What follows belongs to an exercise in optimizing a design on an open flow for small area, a short achievable clock period and few clock cycles per item; a production flow would make more cautious choices. Function was checked by simulation only, so behaviour that the tests miss may differ from the original. Power is estimated from default activity; no workload was simulated.

File: flow/config.mk
export PLATFORM = sky130hd
export DESIGN_NAME = sha256_fp
export DESIGN_NICKNAME = sha256_fp
export VERILOG_FILES = /design/flow/design.v
export SDC_FILE = /design/flow/constraint.sdc
export NUM_CORES = 4
export LEC_CHECK = 0
export CAP_MARGIN = 20
export CORE_MARGIN = 2
export CORE_UTILIZATION = 40
export SLEW_MARGIN = 20
File: flow/design.v
module sha256_fp (
    input  wire         clk,
    input  wire         rst,         
    input  wire         in_valid,
    input  wire [63:0]  in_data,
    output wire         in_ready,
    output reg          fp_valid,
    output reg  [255:0] fp
);
    localparam [1:0] S_LOAD = 2'd0,    
                     S_RUN  = 2'd1,    
                     S_ADD  = 2'd2;    
    reg [1:0]   state;
    reg [2:0]   beat;        
    reg [5:0]   chunk;       
    reg         pad;         
    reg [5:0]   rnd;
    reg [511:0] w;           
    reg [31:0]  a, b, c, d, e, f, g, h;
    reg [31:0]  h0, h1, h2, h3, h4, h5, h6, h7;
    assign in_ready = (state == S_LOAD) && !pad;
    wire accept = in_valid && in_ready;
    reg [31:0] kt;           
    always @(*) begin
        case (rnd)
            6'd0: kt = 32'h428a2f98; 6'd1: kt = 32'h71374491; 6'd2: kt = 32'hb5c0fbcf; 6'd3: kt = 32'he9b5dba5;
            6'd4: kt = 32'h3956c25b; 6'd5: kt = 32'h59f111f1; 6'd6: kt = 32'h923f82a4; 6'd7: kt = 32'hab1c5ed5;
            6'd8: kt = 32'hd807aa98; 6'd9: kt = 32'h12835b01; 6'd10: kt = 32'h243185be; 6'd11: kt = 32'h550c7dc3;
            6'd12: kt = 32'h72be5d74; 6'd13: kt = 32'h80deb1fe; 6'd14: kt = 32'h9bdc06a7; 6'd15: kt = 32'hc19bf174;
            6'd16: kt = 32'he49b69c1; 6'd17: kt = 32'hefbe4786; 6'd18: kt = 32'h0fc19dc6; 6'd19: kt = 32'h240ca1cc;
            6'd20: kt = 32'h2de92c6f; 6'd21: kt = 32'h4a7484aa; 6'd22: kt = 32'h5cb0a9dc; 6'd23: kt = 32'h76f988da;
            6'd24: kt = 32'h983e5152; 6'd25: kt = 32'ha831c66d; 6'd26: kt = 32'hb00327c8; 6'd27: kt = 32'hbf597fc7;
            6'd28: kt = 32'hc6e00bf3; 6'd29: kt = 32'hd5a79147; 6'd30: kt = 32'h06ca6351; 6'd31: kt = 32'h14292967;
            6'd32: kt = 32'h27b70a85; 6'd33: kt = 32'h2e1b2138; 6'd34: kt = 32'h4d2c6dfc; 6'd35: kt = 32'h53380d13;
            6'd36: kt = 32'h650a7354; 6'd37: kt = 32'h766a0abb; 6'd38: kt = 32'h81c2c92e; 6'd39: kt = 32'h92722c85;
            6'd40: kt = 32'ha2bfe8a1; 6'd41: kt = 32'ha81a664b; 6'd42: kt = 32'hc24b8b70; 6'd43: kt = 32'hc76c51a3;
            6'd44: kt = 32'hd192e819; 6'd45: kt = 32'hd6990624; 6'd46: kt = 32'hf40e3585; 6'd47: kt = 32'h106aa070;
            6'd48: kt = 32'h19a4c116; 6'd49: kt = 32'h1e376c08; 6'd50: kt = 32'h2748774c; 6'd51: kt = 32'h34b0bcb5;
            6'd52: kt = 32'h391c0cb3; 6'd53: kt = 32'h4ed8aa4a; 6'd54: kt = 32'h5b9cca4f; 6'd55: kt = 32'h682e6ff3;
            6'd56: kt = 32'h748f82ee; 6'd57: kt = 32'h78a5636f; 6'd58: kt = 32'h84c87814; 6'd59: kt = 32'h8cc70208;
            6'd60: kt = 32'h90befffa; 6'd61: kt = 32'ha4506ceb; 6'd62: kt = 32'hbef9a3f7; default: kt = 32'hc67178f2;
        endcase
    end
    localparam [255:0] H_INIT = {32'h6a09e667, 32'hbb67ae85, 32'h3c6ef372, 32'ha54ff53a,
                                 32'h510e527f, 32'h9b05688c, 32'h1f83d9ab, 32'h5be0cd19};
    localparam [511:0] PAD_CHUNK = {32'h80000000, 416'd0, 64'd32768};
    function [31:0] rotr;
        input [31:0] x;
        input integer n;
        rotr = (x >> n) | (x << (32 - n));
    endfunction
    wire [31:0] wt  = w[511:480];
    wire [31:0] s1  = rotr(e, 6) ^ rotr(e, 11) ^ rotr(e, 25);
    wire [31:0] ch  = (e & f) ^ (~e & g);
    wire [31:0] t1  = h + s1 + ch + kt + wt;
    wire [31:0] s0  = rotr(a, 2) ^ rotr(a, 13) ^ rotr(a, 22);
    wire [31:0] maj = (a & b) ^ (a & c) ^ (b & c);
    wire [31:0] t2  = s0 + maj;
    wire [31:0] w1  = w[479:448];        
    wire [31:0] w9  = w[223:192];        
    wire [31:0] w14 = w[63:32];          
    wire [31:0] sg0 = rotr(w1, 7) ^ rotr(w1, 18) ^ (w1 >> 3);
    wire [31:0] sg1 = rotr(w14, 17) ^ rotr(w14, 19) ^ (w14 >> 10);
    wire [31:0] w16 = wt + sg0 + w9 + sg1;
    wire [31:0] beat_w0 = {in_data[7:0],   in_data[15:8],  in_data[23:16], in_data[31:24]};
    wire [31:0] beat_w1 = {in_data[39:32], in_data[47:40], in_data[55:48], in_data[63:56]};
    function [255:0] digest_bytes;
        input [255:0] hv;        
        integer k;
        begin
            for (k = 0; k < 32; k = k + 1)
                digest_bytes[8*k +: 8] = hv[255-8*k -: 8];
        end
    endfunction
    wire [31:0] n0 = h0 + a, n1 = h1 + b, n2 = h2 + c, n3 = h3 + d;
    wire [31:0] n4 = h4 + e, n5 = h5 + f, n6 = h6 + g, n7 = h7 + h;
    always @(posedge clk) begin
        if (rst) begin
            state    <= S_LOAD;
            beat     <= 3'd0;
            chunk    <= 6'd0;
            pad      <= 1'b0;
            fp_valid <= 1'b0;
            {h0, h1, h2, h3, h4, h5, h6, h7} <= H_INIT;
        end else begin
            fp_valid <= 1'b0;
            case (state)
                S_LOAD: begin
                    if (pad) begin
                        w     <= PAD_CHUNK;
                        state <= S_RUN;
                        rnd   <= 6'd0;
                        {a, b, c, d, e, f, g, h} <= {h0, h1, h2, h3, h4, h5, h6, h7};
                    end else if (accept) begin
                        w    <= {w[447:0], beat_w0, beat_w1};
                        beat <= beat + 3'd1;
                        if (beat == 3'd7) begin
                            state <= S_RUN;
                            rnd   <= 6'd0;
                            {a, b, c, d, e, f, g, h} <= {h0, h1, h2, h3, h4, h5, h6, h7};
                        end
                    end
                end
                S_RUN: begin
                    {a, b, c, d, e, f, g, h} <= {t1 + t2, a, b, c, d + t1, e, f, g};
                    w   <= {w[479:0], w16};
                    rnd <= rnd + 6'd1;
                    if (rnd == 6'd63)
                        state <= S_ADD;
                end
                default: begin   
                    state <= S_LOAD;
                    if (pad) begin
                        fp_valid <= 1'b1;
                        fp       <= digest_bytes({n0, n1, n2, n3, n4, n5, n6, n7});
                        pad      <= 1'b0;
                        chunk    <= 6'd0;
                        {h0, h1, h2, h3, h4, h5, h6, h7} <= H_INIT;
                    end else begin
                        {h0, h1, h2, h3, h4, h5, h6, h7} <= {n0, n1, n2, n3, n4, n5, n6, n7};
                        chunk <= chunk + 6'd1;
                        if (chunk == 6'd63)
                            pad <= 1'b1;
                    end
                end
            endcase
        end
    end
endmodule
File: flow/run.sh
#!/bin/bash
# synth_recipe.tcl (not shown) runs the flow's synth.tcl, then flattens the netlist and writes it again
# the make line also repeats each setting of config.mk as NAME=value (left out here)
make -C /OpenROAD-flow-scripts/flow DESIGN_CONFIG=/design/flow/config.mk WORK_HOME=/design/flow/orfs CLKGATE_MAP_FILE= SYNTH_SCRIPT=/design/flow/synth_recipe.tcl finish
File: flow/constraint.sdc
create_clock -name core_clock -period 12.0 [get_ports {clk}]
set_input_delay 2.4000 -clock core_clock [delete_from_list [all_inputs] [get_ports {clk}]]
set_output_delay 2.4000 -clock core_clock [all_outputs]
set_load 0.01 [all_outputs]
==> run notes <==
[layout make-up]
| cell class | count | share of cell area, % |
|---|---|---|
| Timing Repair Buffer | 382 | 4.18 |
| Inverter | 518 | 2.15 |
| Sequential cell | 1331 | 40.8 |
| Clock buffer | 191 | 4.54 |
| Clock inverter | 86 | 1.17 |
| Tap cell | 2656 | 3.67 |
| Antenna cell | 5 | 0.0138 |
| Multi-Input combinational cell | 5794 | 43.5 |
[metal layers]
| layer | up-vias | wire [um] | part of all wire (%) |
|---|---|---|---|
| met5 | - | 13 | 0.0049 |
| met1 | 30000 | 119000 | 45 |
| li1 | 28600 | - | - |
| met3 | 375 | 16500 | 6.2 |
| met2 | 2123 | 117000 | 44 |
| met4 | 2 | 10700 | 4.1 |
[through the flow]
step           setup slack [ps]  cells  power [W]  hold WS [ps]
2_1_floorplan             0.218   8102    0.00623           451
3_3_place_gp               4230  10700    0.00673           482
3_5_place_dp               4280  10700    0.00674           496
4_1_cts                    4380  11000     0.0116           510
5_1_grt                    3780  11000     0.0119           525
6_report                   4200  11000     0.0115           506
[worst min-delay path: cells and delay by family (launching register included)]
kind | cells | cell delay [ps]
multiplexers | 1 | 70
AND/OR/NAND/NOR | 1 | 70
flip-flops | 1 | 330
[how the worst min path moves through the flow]
stage / cells past startpoint / end / startpoint
final: 2 / beat[2] / beat[2]
after detailed placement: 2 / beat[2] / beat[2]
after global placement: 2 / beat[1] / beat[1]
after global routing: 1 / h5[22] / h5[22]
after CTS: 2 / beat[2] / beat[2]
after floorplan: 1 / state[0] / state[0]
[state kept, by name (all words and copies together), names as in the netlist, 3 cells and up]
name and cells:
f 32, w 512, h2 32, h1 32
e 32, b 32, rnd 6, h0 32
h5 32, beat 3, c 32, h 32
d 32, h3 32, h7 32, h4 32
h6 32, g 32, a 32, chunk 6
fp 256, kt 32
[cells by family (layout without fill, tap and decap cells)]
family	after synthesis	count (layout)	synth area share (%)
muxes	39	39	0.507
xor gates and xnor gates	588	588	6.45
AOI/OAI and AO/OA	1673	1673	14.1
other	0	5	0
and+or+nand+nor	2905	2905	17.1
adders and majority gates	589	589	11.0
DFF	1331	1331	46.2
buffers and inverters	977	1177	4.66
[Yosys cell counts, drive strengths merged, types with 21 or more instances]
cell type  instances
a31oi             55
and2              21
xnor2            386
a22o             117
fa               195
dfxtp            301
o211ai            39
buf               42
nand3b           490
nand4             21
or3               25
nand3             90
o21bai            46
nor3              73
nor2             265
a21oi            362
o21ai            392
and3              27
o22a             128
mux2i             30
inv              518
nand2           1745
nor2b             42
ha               392
edfxtp          1030
clkbuf           417
nand2b            42
o31ai             52
o21a              61
a211oi            46
a21o             185
xor2             201
[report_power, final]
part | internal (W) | total, W | switching (W)
Sequential | 0.00501 | 0.00506 | 0.0000567
Clock | 0.00279 | 0.00485 | 0.00206
Combinational | 0.000609 | 0.00161 | 0.00100
Total | 0.00840 | 0.0115 | 0.00312
==> run notes <==
FF+latch count, synth -> 1,331
Setup Buffers After CTS -> 0
final instance area -> 0.0906 mm^2
top-area cell type share of the netlist area -> 38.7%
vias in the first global route -> 58,000
Residual DRC -> 0
area leader, netlist -> edfxtp_1
Worst-Skew Late Latency -> 850 ps
1st-iter DRT viols -> 6,440
Setup crit end -> a[31]
initial antenna violation count -> 8
FF+latch area -> 0.0370 mm^2
Max FO, Critical Path -> 6
filler instances -> 18,800
gr usage total -> 25.3%
Worst path depth -> 28
clk sinks -> 1,331
remaining global-route overflow -> 0
fraction of layout instances using a drive strength above 1 -> 4.54%
Lkg Pwr -> 35.9 nW
Reg2Reg Setup Slack -> 4200 ps
Seq/Total Area, Yosys -> 46.2%
post-route ant nets -> 0
commonest non-fill, non-tap cell in the layout -> nand2_1
final hold vios -> 0
Hold-fix buffers, CTS -> 0
Fin Clk Skew -> 54.2 ps
R2R Path End -> a[31]
largest net degree at the start of global routing -> 241
Initial Util -> 40.2%
global-route layer with the greatest usage -> met2
die height -> 451 um
CP Class -> flip-flop to flip-flop
Synth Cell Area -> 0.0800 mm^2
first-pass GRT wire length -> 387,000 um
Buffers on Ports -> 324
Post-synth EDFFs -> 1,030
met3 usage -> 3.70%
grt met1 use -> 36.1%
Main synth FF type -> edfxtp_1
commonest cells after routing, fill and taps aside -> nand2_1 (1,742), edfxtp_1 (1,030), inv_1 (516)
TNS Setup -> 0 ps
fmax -> 128 MHz
Arr. time, crit path -> 8360 ps
drt total wl -> 264,000 um
CP Data Required Time -> 12,560 ps
Post-synth ARST share -> 0%
GRT met2 Usage -> 38.7%
min Tclk post-route -> 7800 ps
CP endpoint kind -> flip-flop
via/cell ratio -> 5.57
Detailed Place HPWL -> 190,000 um
CTS Root Cell -> clkbuf_16
Placed Area -> 0.0855 mm^2
slowest CP cell -> edfxtp_1
max incr delay on CP -> 650 ps
post-CTS sizing -> 0
Reg clk slew, reported paths -> 60 ps
# rows -> 164
WL per Instance -> 24.0 um
class of the tightest hold or removal check -> flip-flop to flip-flop
Worst setup startpoint -> e[12]
synth top area cells -> edfxtp_1 (39%), nand2_1 (8.2%), dfxtp_1 (7.5%)
I/O pins -> 325
P per Cell Area -> 127 mW/mm^2
synth unique cells -> 103
CP top delay family -> compound AO/OA/AOI/OAI gates
cts bufs inserted -> 152
Peak VDD IR -> 143 uV
Syn. warnings -> 1
R2R depth -> 28
via count -> 61,000
area of the multi-input gates -> 0.0394 mm^2
routability cong. -> 0.953
Area growth, synth to finish -> 13.3%
NumNets Final -> 8,833
post-layout util -> 45.5%
syn nets -> 8,756
drt first pass iters -> 6
final setup violation count -> 0
TritonCTS clock tree -> done
worst-margin pin slew -> 1210 ps
r2r startpoint -> e[12]
Max-Cap Viols -> 0
CP Launch Type -> flip-flop
Die Wd -> 451 um
Die ar. -> 0.204 mm^2
outcome -> timing/DRC/antenna clean
RSZ-0062 raised after global routing -> no
core region area -> 0.199 mm^2
relative slew slack -> 19.4%
CTS max path bufs -> 3
worst path bufs/invs -> 2
Max H-tree Level -> 4
Post-Syn Instances -> 8,102
final worst-path cycle share -> 65.0%
Slew Limit Fails -> 0
mean post-synth cell area -> 9.88 um^2
Testbench counts, summed over its fixed seeds: cycles 151,624, blocks 32.

## static timing again, ports no longer ideal
The flow's constraints put no driver on any port. The routed layout listed below was extracted and timed again, unchanged, in two steps.
Step 1 assumes that a clkbuf_16 drives the clock port and a buf_2 every other input.
Step 2 adds t to the input delays and takes it off the output delays; t is the mean of the earliest and latest rising clock arrival at the registers after step 1. Input paths then give back, and output paths get back, about the clock's delay inside the block.
Slacks: no drivers / after step 1 / after step 2; pairs: no drivers / after step 1.
t (ns): 0.908
slack for setup (ns): 4.201 / 4.201 / 4.140
cell pins on the clock port's net: 1
After both steps this run still meets setup and hold. The setup slack of this run moves by 0.000 ns with the drivers and by -0.061 ns with both steps.
